What follows belongs to an exercise in optimizing a design on an open flow for small area and a short achievable clock period; a production flow would make more cautious choices.
No run shown here included a check of the RTL's function; only the layout flow was run.

==> flow/design.v (outline; a module is shown in full before it is edited, if it fits) <==
// module lane_fma: 2483 lines
module lane_fma (
    input  wire        clk,
    input  wire        rst,
    input  wire        in_valid,
    input  wire [2:0]  in_op,
    input  wire [1:0]  in_mod,
    input  wire [31:0] in_a,
    input  wire [31:0] in_b,
    input  wire [31:0] in_c,
    output reg         out_valid,
    output reg  [31:0] out_res,
    output reg         out_clamp,
    output reg         out_bad
);
  // ...
==> flow/flow/run.sh <==
#!/bin/bash
# The standard layout (standard.sh, unchanged synthesis), with two
# settings outside config.mk's list: timing repair aims for 6 ns of setup
# slack, and the port buffers are buf_1 cells. make's full output goes to
# standard.log; each ORFS step logs under orfs/logs/.
export SETUP_SLACK_MARGIN=6
export BUFFER_PORTS_ARGS="-buffer_cell sky130_fd_sc_hd__buf_1"
bash standard.sh > standard.log 2>&1
==> flow/standard.sh <==
#!/bin/bash
# synth_recipe.tcl (not shown) runs the flow's synth.tcl, then flattens the netlist and writes it again
# the make line also repeats each setting of config.mk as NAME=value (left out here)
make -C /OpenROAD-flow-scripts/flow DESIGN_CONFIG=/design/flow/config.mk WORK_HOME=/design/flow/orfs CLKGATE_MAP_FILE= SYNTH_SCRIPT=/design/flow/synth_recipe.tcl "${@:-finish}"
==> flow/config.mk <==
export PLATFORM = sky130hd
export DESIGN_NAME = lane_fma
export DESIGN_NICKNAME = lane_fma
export VERILOG_FILES = /design/flow/design.v
export SDC_FILE = /design/flow/constraint.sdc
export NUM_CORES = 4
export LEC_CHECK = 0
export CAP_MARGIN = 20
export CORE_MARGIN = 2
export CORE_UTILIZATION = 60
export SLEW_MARGIN = 20
==> flow/constraint.sdc <==
create_clock -name core_clock -period 11.0 [get_ports {clk}]
set_input_delay 2.2000 -clock core_clock [delete_from_list [all_inputs] [get_ports {clk}]]
set_output_delay 2.2000 -clock core_clock [all_outputs]
set_load 0.01 [all_outputs]
==> flow_summary.json, run 1 <==
{
  "path_buf_inv": 4,
  "r2r_slack_ns": 5.43,
  "taps": 950,
  "cts.sinks": 383,
  "final_cell_area_mm2": 0.05025,
  "top_layer_used": "met5",
  "r2r-end": "r3_mag[65]",
  "final_antenna_net_count": 0,
  "cp.required_ns": 11.47,
  "instances_no_fill": 6404,
  "critPathArrivalTime_ns": 6.04,
  "path_depth": 19,
  "multi_input_area_share_pct": 69.15,
  "whs_endpoint": "r3_e76[1]",
  "rsz0062_at_grt": "true",
  "synthToLayoutAreaGrowth_pct": 15.36,
  "sh_seq_area_pct": 15.35,
  "buffers_excl_clock": 446,
  "tritoncts": "built",
  "critPathTopFamily": "simple AND/OR/NAND/NOR gates",
  "core_area_mm2": 0.07173,
  "yosys.area.top_type": "dfxtp_1",
  "non_clock_inverter_count": 353,
  "bufAreaShareNonClock_pct": 7.292,
  "met3_length_mm": 25.05,
  "drtIter0Drc": 6346,
  "nMultiInputCombCells": 4192,
  "drt-met1-wl_mm": 66.66,
  "r2r-start": "r2_q[100]",
  "final_cell_mix": "534 x nand2_1, 431 x xnor2_1, 365 x dfxtp_1",
  "crit_path_end": "r3_mag[65]",
  "post_cts_resized": 237,
  "synthTopCellsByCount": "545 x nand2_1, 441 x xnor2_1, 383 x dfxtp_1",
  "synth_seq_area_share_pct": 17.60,
  "path_class": "flop to flop",
  "status": "no timing/DRC/antenna violations",
  "final_core_util_pct": 70.06,
  "startpoint": "r2_q[100]",
  "grt_max_degree": 87,
  "die_x_um": 273.5
}
==> inputs of run 2 (changes only) <==
--- a/flow/design.v
+++ b/flow/design.v
@@ -2323,115 +2323,162 @@
     assign c1[76] = gl6[75] | pl6[75];
     assign c0[77] = gl6[76];
     assign c1[77] = gl6[76] | pl6[76];
     wire [77:0] st = p0 ^ c0;
     wire [77:0] su = p0 ^ c1;
     wire        sneg = r2_esub & su[77];
     wire [76:0] mag  = !r2_esub ? st[76:0] : sneg ? ~st[76:0] : su[76:0];
     wire [127:0] lzv = {mag, 51'd0};
-    wire [15:0] lzg;
-    assign lzg[0] = |lzv[7:0];
-    assign lzg[1] = |lzv[15:8];
-    assign lzg[2] = |lzv[23:16];
-    assign lzg[3] = |lzv[31:24];
-    assign lzg[4] = |lzv[39:32];
-    assign lzg[5] = |lzv[47:40];
-    assign lzg[6] = |lzv[55:48];
-    assign lzg[7] = |lzv[63:56];
-    assign lzg[8] = |lzv[71:64];
-    assign lzg[9] = |lzv[79:72];
-    assign lzg[10] = |lzv[87:80];
-    assign lzg[11] = |lzv[95:88];
-    assign lzg[12] = |lzv[103:96];
-    assign lzg[13] = |lzv[111:104];
-    assign lzg[14] = |lzv[119:112];
-    assign lzg[15] = |lzv[127:120];
-    wire lz_z0 = ~lzg[15] & ~lzg[14];
-    wire lz_z1 = ~lzg[13] & ~lzg[12];
+    wire [31:0] lzg;
+    assign lzg[0] = |lzv[3:0];
+    assign lzg[1] = |lzv[7:4];
+    assign lzg[2] = |lzv[11:8];
+    assign lzg[3] = |lzv[15:12];
+    assign lzg[4] = |lzv[19:16];
+    assign lzg[5] = |lzv[23:20];
+    assign lzg[6] = |lzv[27:24];
+    assign lzg[7] = |lzv[31:28];
+    assign lzg[8] = |lzv[35:32];
+    assign lzg[9] = |lzv[39:36];
+    assign lzg[10] = |lzv[43:40];
+    assign lzg[11] = |lzv[47:44];
+    assign lzg[12] = |lzv[51:48];
+    assign lzg[13] = |lzv[55:52];
+    assign lzg[14] = |lzv[59:56];
+    assign lzg[15] = |lzv[63:60];
+    assign lzg[16] = |lzv[67:64];
+    assign lzg[17] = |lzv[71:68];
+    assign lzg[18] = |lzv[75:72];
+    assign lzg[19] = |lzv[79:76];
+    assign lzg[20] = |lzv[83:80];
+    assign lzg[21] = |lzv[87:84];
+    assign lzg[22] = |lzv[91:88];
+    assign lzg[23] = |lzv[95:92];
+    assign lzg[24] = |lzv[99:96];
+    assign lzg[25] = |lzv[103:100];
+    assign lzg[26] = |lzv[107:104];
+    assign lzg[27] = |lzv[111:108];
+    assign lzg[28] = |lzv[115:112];
+    assign lzg[29] = |lzv[119:116];
+    assign lzg[30] = |lzv[123:120];
+    assign lzg[31] = |lzv[127:124];
+    wire lz_z0 = ~lzg[31] & ~lzg[30];
+    wire lz_z1 = ~lzg[29] & ~lzg[28];
     wire lz_z2 = lz_z0 & lz_z1;
-    wire lz_c2_0 = lz_z0 ? ~lzg[13] : ~lzg[15];
-    wire lz_z3 = ~lzg[11] & ~lzg[10];
-    wire lz_z4 = ~lzg[9] & ~lzg[8];
+    wire lz_c2_0 = lz_z0 ? ~lzg[29] : ~lzg[31];
+    wire lz_z3 = ~lzg[27] & ~lzg[26];
+    wire lz_z4 = ~lzg[25] & ~lzg[24];
     wire lz_z5 = lz_z3 & lz_z4;
-    wire lz_c5_0 = lz_z3 ? ~lzg[9] : ~lzg[11];
+    wire lz_c5_0 = lz_z3 ? ~lzg[25] : ~lzg[27];
     wire lz_z6 = lz_z2 & lz_z5;
     wire lz_c6_0 = lz_z2 ? lz_z3 : lz_z0;
     wire lz_c6_1 = lz_z2 ? lz_c5_0 : lz_c2_0;
-    wire lz_z7 = ~lzg[7] & ~lzg[6];
-    wire lz_z8 = ~lzg[5] & ~lzg[4];
+    wire lz_z7 = ~lzg[23] & ~lzg[22];
+    wire lz_z8 = ~lzg[21] & ~lzg[20];
     wire lz_z9 = lz_z7 & lz_z8;
-    wire lz_c9_0 = lz_z7 ? ~lzg[5] : ~lzg[7];
-    wire lz_z10 = ~lzg[3] & ~lzg[2];
-    wire lz_z11 = ~lzg[1] & ~lzg[0];
+    wire lz_c9_0 = lz_z7 ? ~lzg[21] : ~lzg[23];
+    wire lz_z10 = ~lzg[19] & ~lzg[18];
+    wire lz_z11 = ~lzg[17] & ~lzg[16];
     wire lz_z12 = lz_z10 & lz_z11;
-    wire lz_c12_0 = lz_z10 ? ~lzg[1] : ~lzg[3];
+    wire lz_c12_0 = lz_z10 ? ~lzg[17] : ~lzg[19];
     wire lz_z13 = lz_z9 & lz_z12;
     wire lz_c13_0 = lz_z9 ? lz_z10 : lz_z7;
     wire lz_c13_1 = lz_z9 ? lz_c12_0 : lz_c9_0;
     wire lz_z14 = lz_z6 & lz_z13;
     wire lz_c14_0 = lz_z6 ? lz_z9 : lz_z2;
     wire lz_c14_1 = lz_z6 ? lz_c13_0 : lz_c6_0;
     wire lz_c14_2 = lz_z6 ? lz_c13_1 : lz_c6_1;
-    wire       lzero = lz_z14;
-    wire [3:0] lzc = {lz_z6, lz_c14_0, lz_c14_1, lz_c14_2};
-    wire [76:0] mag_ps = mag << {lz_z6, lz_c14_0, 5'd0};
-    wire        stl_ps = ~(lz_z6 | lz_c14_0) & (|mag[20:0]);
+    wire lz_z15 = ~lzg[15] & ~lzg[14];
+    wire lz_z16 = ~lzg[13] & ~lzg[12];
+    wire lz_z17 = lz_z15 & lz_z16;
+    wire lz_c17_0 = lz_z15 ? ~lzg[13] : ~lzg[15];
+    wire lz_z18 = ~lzg[11] & ~lzg[10];
+    wire lz_z19 = ~lzg[9] & ~lzg[8];
+    wire lz_z20 = lz_z18 & lz_z19;
+    wire lz_c20_0 = lz_z18 ? ~lzg[9] : ~lzg[11];
+    wire lz_z21 = lz_z17 & lz_z20;
+    wire lz_c21_0 = lz_z17 ? lz_z18 : lz_z15;
+    wire lz_c21_1 = lz_z17 ? lz_c20_0 : lz_c17_0;
+    wire lz_z22 = ~lzg[7] & ~lzg[6];
+    wire lz_z23 = ~lzg[5] & ~lzg[4];
+    wire lz_z24 = lz_z22 & lz_z23;
+    wire lz_c24_0 = lz_z22 ? ~lzg[5] : ~lzg[7];
+    wire lz_z25 = ~lzg[3] & ~lzg[2];
+    wire lz_z26 = ~lzg[1] & ~lzg[0];
+    wire lz_z27 = lz_z25 & lz_z26;
+    wire lz_c27_0 = lz_z25 ? ~lzg[1] : ~lzg[3];
+    wire lz_z28 = lz_z24 & lz_z27;
+    wire lz_c28_0 = lz_z24 ? lz_z25 : lz_z22;
+    wire lz_c28_1 = lz_z24 ? lz_c27_0 : lz_c24_0;
+    wire lz_z29 = lz_z21 & lz_z28;
+    wire lz_c29_0 = lz_z21 ? lz_z24 : lz_z17;
+    wire lz_c29_1 = lz_z21 ? lz_c28_0 : lz_c21_0;
+    wire lz_c29_2 = lz_z21 ? lz_c28_1 : lz_c21_1;
+    wire lz_z30 = lz_z14 & lz_z29;
+    wire lz_c30_0 = lz_z14 ? lz_z21 : lz_z6;
+    wire lz_c30_1 = lz_z14 ? lz_c29_0 : lz_c14_0;
+    wire lz_c30_2 = lz_z14 ? lz_c29_1 : lz_c14_1;
+    wire lz_c30_3 = lz_z14 ? lz_c29_2 : lz_c14_2;
+    wire       lzero = lz_z30;
+    wire [4:0] lzc = {lz_z14, lz_c30_0, lz_c30_1, lz_c30_2, lz_c30_3};
+    wire [76:0] mag_ps = mag << {lz_z14, lz_c30_0, 5'd0};
+    wire        stl_ps = ~(lz_z14 | lz_c30_0) & (|mag[20:0]);
     reg        r3_valid;
     reg [1:0]  r3_mod;
     reg        r3_sp_hit, r3_sp_bad, r3_sp_inf, r3_sp_sgn;
     reg        r3_sign, r3_zero;
     reg [76:21] r3_mag;
     reg        r3_stl;
-    reg [3:0]  r3_lz;
+    reg [4:0]  r3_lz;
     reg signed [10:0] r3_e76;
     always @(posedge clk) begin
         if (rst) r3_valid <= 1'b0;
         else     r3_valid <= r2_valid;
         r3_mod    <= r2_mod;
         r3_sp_hit <= r2_sp_hit;
         r3_sp_bad <= r2_sp_bad;
         r3_sp_inf <= r2_sp_inf;
         r3_sp_sgn <= r2_sp_sgn;
         r3_sign   <= r2_psign ^ sneg;
         r3_zero   <= lzero;
         r3_mag    <= mag_ps[76:21];
         r3_stl    <= stl_ps;
         r3_lz     <= lzc;
         r3_e76    <= r2_e76;
     end
-    wire [76:0] nrm4 = {r3_mag, 21'd0} << {r3_lz[1:0], 3'b000};
-    wire [2:0]  f    = nrm4[76] ? 3'd0 : nrm4[75] ? 3'd1 : nrm4[74] ? 3'd2 : nrm4[73] ? 3'd3 : nrm4[72] ? 3'd4 : nrm4[71] ? 3'd5 : nrm4[70] ? 3'd6 : 3'd7;
+    wire [76:0] nrm4 = {r3_mag, 21'd0} << {r3_lz[2:0], 2'b00};
+    wire [1:0]  f    = nrm4[76] ? 2'd0 : nrm4[75] ? 2'd1 : nrm4[74] ? 2'd2 : 2'd3;
     wire [76:0] norm = nrm4 << f;
     wire [23:0] mant = norm[76:53];
     wire        rbit = norm[52];
     reg         stc;
     integer     k;
     always @(*) begin
         stc = 1'b0;
         stc = r3_stl;
-        for (k = 21; k < 45; k = k + 1)
-            if ({1'b0, r3_lz[1:0], 3'b000} < 8'd45 - k[7:0]) stc = stc | r3_mag[k];
+        for (k = 21; k < 49; k = k + 1)
+            if ({1'b0, r3_lz[2:0], 2'b00} < 8'd49 - k[7:0]) stc = stc | r3_mag[k];
     end
-    wire sticky = stc | (nrm4[51] && f <= 3'd0) | (nrm4[50] && f <= 3'd1) | (nrm4[49] && f <= 3'd2) | (nrm4[48] && f <= 3'd3) | (nrm4[47] && f <= 3'd4) | (nrm4[46] && f <= 3'd5) | (nrm4[45] && f <= 3'd6);
-    wire signed [10:0] ec   = r3_e76 - $signed({4'b0000, r3_lz, 3'b000});
-    wire signed [10:0] epre = ec - $signed({8'd0, f});
+    wire sticky = stc | (nrm4[51] && f <= 2'd0) | (nrm4[50] && f <= 2'd1) | (nrm4[49] && f <= 2'd2);
+    wire signed [10:0] ec   = r3_e76 - $signed({4'b0000, r3_lz, 2'b00});
+    wire signed [10:0] epre = ec - $signed({9'd0, f});
     wire        rup  = rbit && (sticky || mant[0]);
     wire        mall = &mant;
     wire        mcy  = mall && rup;                  
     wire [22:0] frac = mant[22:0] + {22'd0, rup};    
     wire        fnz  = (|mant[22:0]) || rup;         
     reg [7:0] eo_c, eo1_c;
     reg lt1_c, eq0_c, g254_c, e254_c, g127_c, e127_c;
     integer q;
     reg signed [10:0] ek;
     always @(*) begin
         eo_c = 8'd0; eo1_c = 8'd0; lt1_c = 1'b0; eq0_c = 1'b0;
         g254_c = 1'b0; e254_c = 1'b0; g127_c = 1'b0; e127_c = 1'b0;
-        for (q = 0; q < 8; q = q + 1) begin
+        for (q = 0; q < 4; q = q + 1) begin
             ek = ec - q;
             if (f == q) begin
                 eo_c = ek[7:0]; eo1_c = ek[7:0] + 8'd1;
                 lt1_c = ek < 11'sd1; eq0_c = ek == 11'sd0;
                 g254_c = ek > 11'sd254; e254_c = ek == 11'sd254;
                 g127_c = ek > 11'sd127; e127_c = ek == 11'sd127;
             end
         end
==> run 2 against run 1 <==
Against the previous run:
- synthesized cell count decreased by 6.5%
- worst setup slack improved by 0.52 ns
- largest cell class unchanged
- utilization decreased by 2.5 points
- sequential cell count increased by 1
- clock skew decreased by 0.015 ns
- still clean
- critical endpoint is now r3_lz[1]
- via count decreased by 9.9%
- final cell count decreased by 6.8%
==> flow_summary.json, run 2 <==
{
  "status": "no timing/DRC/antenna violations",
  "largest_register_ffs": 127,
  "synth_area_mm2": 0.04150,
  "htreeDepth": 2,
  "final_common_cell": "nand2_1",
  "synth-compound-area-share_pct": 19.31,
  "synthTopCellsByArea": "dfxtp_1 19%, fa_1 15%, xnor2_1 8.3%, a22oi_1 6.3%, ha_1 6.2%",
  "vias": 39429,
  "synth_xor_area_share_pct": 11.19,
  "first_global_vias": 37010,
  "dr.pass1.iters": 8,
  "synth_top_family_by_area": "adder cells",
  "syn_nets": 5615,
  "path_buf_inv": 2,
  "nets": 5635,
  "final_cell_mix": "573 x nand2_1, 388 x xnor2_1, 364 x dfxtp_1",
  "fin_crit_sh_pct": 45.94,
  "drc_errors": 0,
  "cpMaxStageDelayCell": "nor3_1",
  "yosys_warnings": 1,
  "wl_per_cell_um": 25.63,
  "routabilityCongestion": 0.9942,
  "synth_top_flop_cell": "dfxtp_1",
  "worst_setup_path_end_kind": "flop",
  "synthTopCellsByCount": "576 x nand2_1, 394 x xnor2_1, 384 x dfxtp_1",
  "cts.path.max_buffers": 3,
  "avgSynthCellArea_um2": 8.322,
  "synth-async-reset-ratio_pct": 0,
  "top_register": "r2_q",
  "drtIter0Drc": 4810,
  "path_cells": "ha_4 -> nand4_1 -> nor4b_4 -> nand2_2 -> or4_4 -> and3b_4 -> a211oi_4 -> buf_6 -> nor2_4 -> buf_4 -> xnor2_1 -> a222oi_1 -> or3_4 -> nor3_1 -> nand2_1 -> o211a_1 -> mux2_1",
  "place_hpwl_mm": 108.5,
  "synth_top_area_share_pct": 18.52,
  "finalSetupViolations": 0,
  "synthAdderAreaFrac_pct": 21.59,
  "insertion_delay_ns": 0.61,
  "hold_buffers": 0,
  "die_h_um": 267.0,
  "tritoncts": "built",
  "rsz0062_at_grt": "true",
  "max_cap_viol_count": 0,
  "synthToLayoutAreaGrowth_pct": 11.71,
  "slew_viol_final": 0,
  "grt_overflow": 0,
  "drive_gt1_share_pct": 11.75,
  "cp_max_fo": 10,
  "routed_wirelength_mm": 153.0,
  "synth_seq_area_share_pct": 18.52,
  "yosysMostFrequentCell": "nand2_1",
  "hold_path.class": "flop to flop",
  "tns_ns": 0,
  "synth_simple_gate_area_share_pct": 16.82,
  "cp.required_ns": 11.47,
  "grt_use_total_pct": 41.43,
  "cts.sinks": 384,
  "antenna_found_initial": 5,
  "grt_max_degree": 132,
  "port_buffers": 138,
  "vias_per_cell": 6.603,
  "muxShareOfSynthArea_pct": 5.961,
  "synthCells": 4987,
  "grt_first_pass_wirelength_mm": 225.9,
  "slew_headroom_pct": 27.04,
  "top_regs": "r2_q x127, r3_mag x56, out_res x32",
  "path_class": "flop to flop",
  "critPathArrivalTime_ns": 5.53,
  "yosys.cell_types.count": 103,
  "path_clk_slew_ns": 0.06,
  "startpoint_type": "flop",
  "yosys.area.top_type": "dfxtp_1",
  "synth_enable_flop_cells": 0,
  "core_area_mm2": 0.06859,
  "final_antenna_net_count": 0,
  "initial_utilization_pct": 60.51,
  "die_x_um": 267.0,
  "synth_seq_cells": 384,
  "fmax_ghz": 0.1979,
  "timing_hold_violations_final": 0,
  "finClkSkew_ns": 0.03597,
  "critPathMaxStageDelay_ns": 0.68,
  "critPathTopFamily": "simple AND/OR/NAND/NOR gates",
  "io-pin-count": 139,
  "period_minus_slack_ns": 5.054,
  "tightestPinTransition_ns": 1.090,
  "cts_inserted_buffers": 42,
  "dieArea_mm2": 0.07129,
  "cts_root_buffer": "clkbuf_16",
  "rows": 96,
  "final_core_util_pct": 67.59
}
run 2: final timing paths:
path,from,endpoint,slack [ns],cells after the start
worst max-delay path,r2_q[82],r3_lz[1],5.95,17
worst min-delay path,r1_psign,r2_psign,0.32,0
worst max register to register,r2_q[82],r3_lz[1],5.95,17
worst min register to register,r1_psign,r2_psign,0.32,0
run 2: cell families (layout without fill, tap and decap cells):
kind of cell / count (synthesis) / count (layout)
xor gates and xnor gates: 530 / 530
DFF: 384 / 384
and+or+nand+nor: 1480 / 1486
AOI/OAI and AO/OA: 1173 / 1173
buffers and inverters: 702 / 746
adders and majority gates: 525 / 525
muxes: 193 / 194
other: 0 / 2
run 2: area by class of cell:
cell class              instances  area, um^2
diodes                          2       5.005
clock buffers                  55        1160
clock inverters                20       347.8
fillers                      5748       22230
inverters                     330        1266
multi-input cells            3908       32350
flip-flops and latches        384        7735
well taps                     931        1165
repair buffers                341        2333
run 2: layer usage:
| layer | routed length (um) | track usage (%) | vias up |
|---|---|---|---|
| li1 | - | - | 17452 |
| met1 | 59370 | 54.57 | 18683 |
| met2 | 66640 | 63.52 | 2688 |
| met3 | 17630 | 9.650 | 602 |
| met4 | 9354 | 21.42 | 4 |
| met5 | 29 | 0 | - |
run 2: stage by stage:
stage	cell area [um^2]	setup slack (ns)	hold slack [ns]	std cells
4_1_cts	45160	5.975	0.3105	5912
2_1_floorplan	41520	5.988	0.3096	4987
5_1_grt	46350	5.935	0.3233	5969
3_3_place_gp	42540	4.341	0.3100	5787
6_report	46360	5.946	0.3160	5971
3_5_place_dp	42540	4.309	0.3121	5787
run 2: repair_timing:
item                                    4_1_cts  5_1_grt
gates resized for setup                     156      140
cloned                                        6        7
endpoints found under the hold margin         0        0
endpoints found under the setup margin      129      122
pin swaps                                    29       44
buffers inserted                             44       50

port drivers added, routing unchanged:
How much do the figures lean on ideal ports? The routed layouts below were timed once more, with nothing changed but the port constraints.
Step 1 sets driving cells, clkbuf_16 on the clock port and buf_2 on the other inputs (assumed; they add their load-dependent delay and slew).
Step 2 moves the port delays by t, midway between the first and last clock arrival at a register: inputs arrive t later, outputs are due t later. That takes back most of the time a late clock gives input paths.
Three values: ideal ports, drivers, drivers and shift; two values: the first two.
run	t, ns	setup slack, ns	hold WS [ns]	worst data-port slew with drivers (ns)	cell pins on the clock port's net
run 1	0.669	5.428 / 5.428 / 5.428	0.326 / 0.326 / 0.326	0.04	1
run 2	0.664	5.946 / 5.946 / 5.522	0.316 / 0.316 / 0.316	0.06	1
After both steps every run listed still meets setup and hold. For run 2, which loses most, drivers alone change the setup slack by 0.000 ns; drivers and shift together by -0.424 ns.
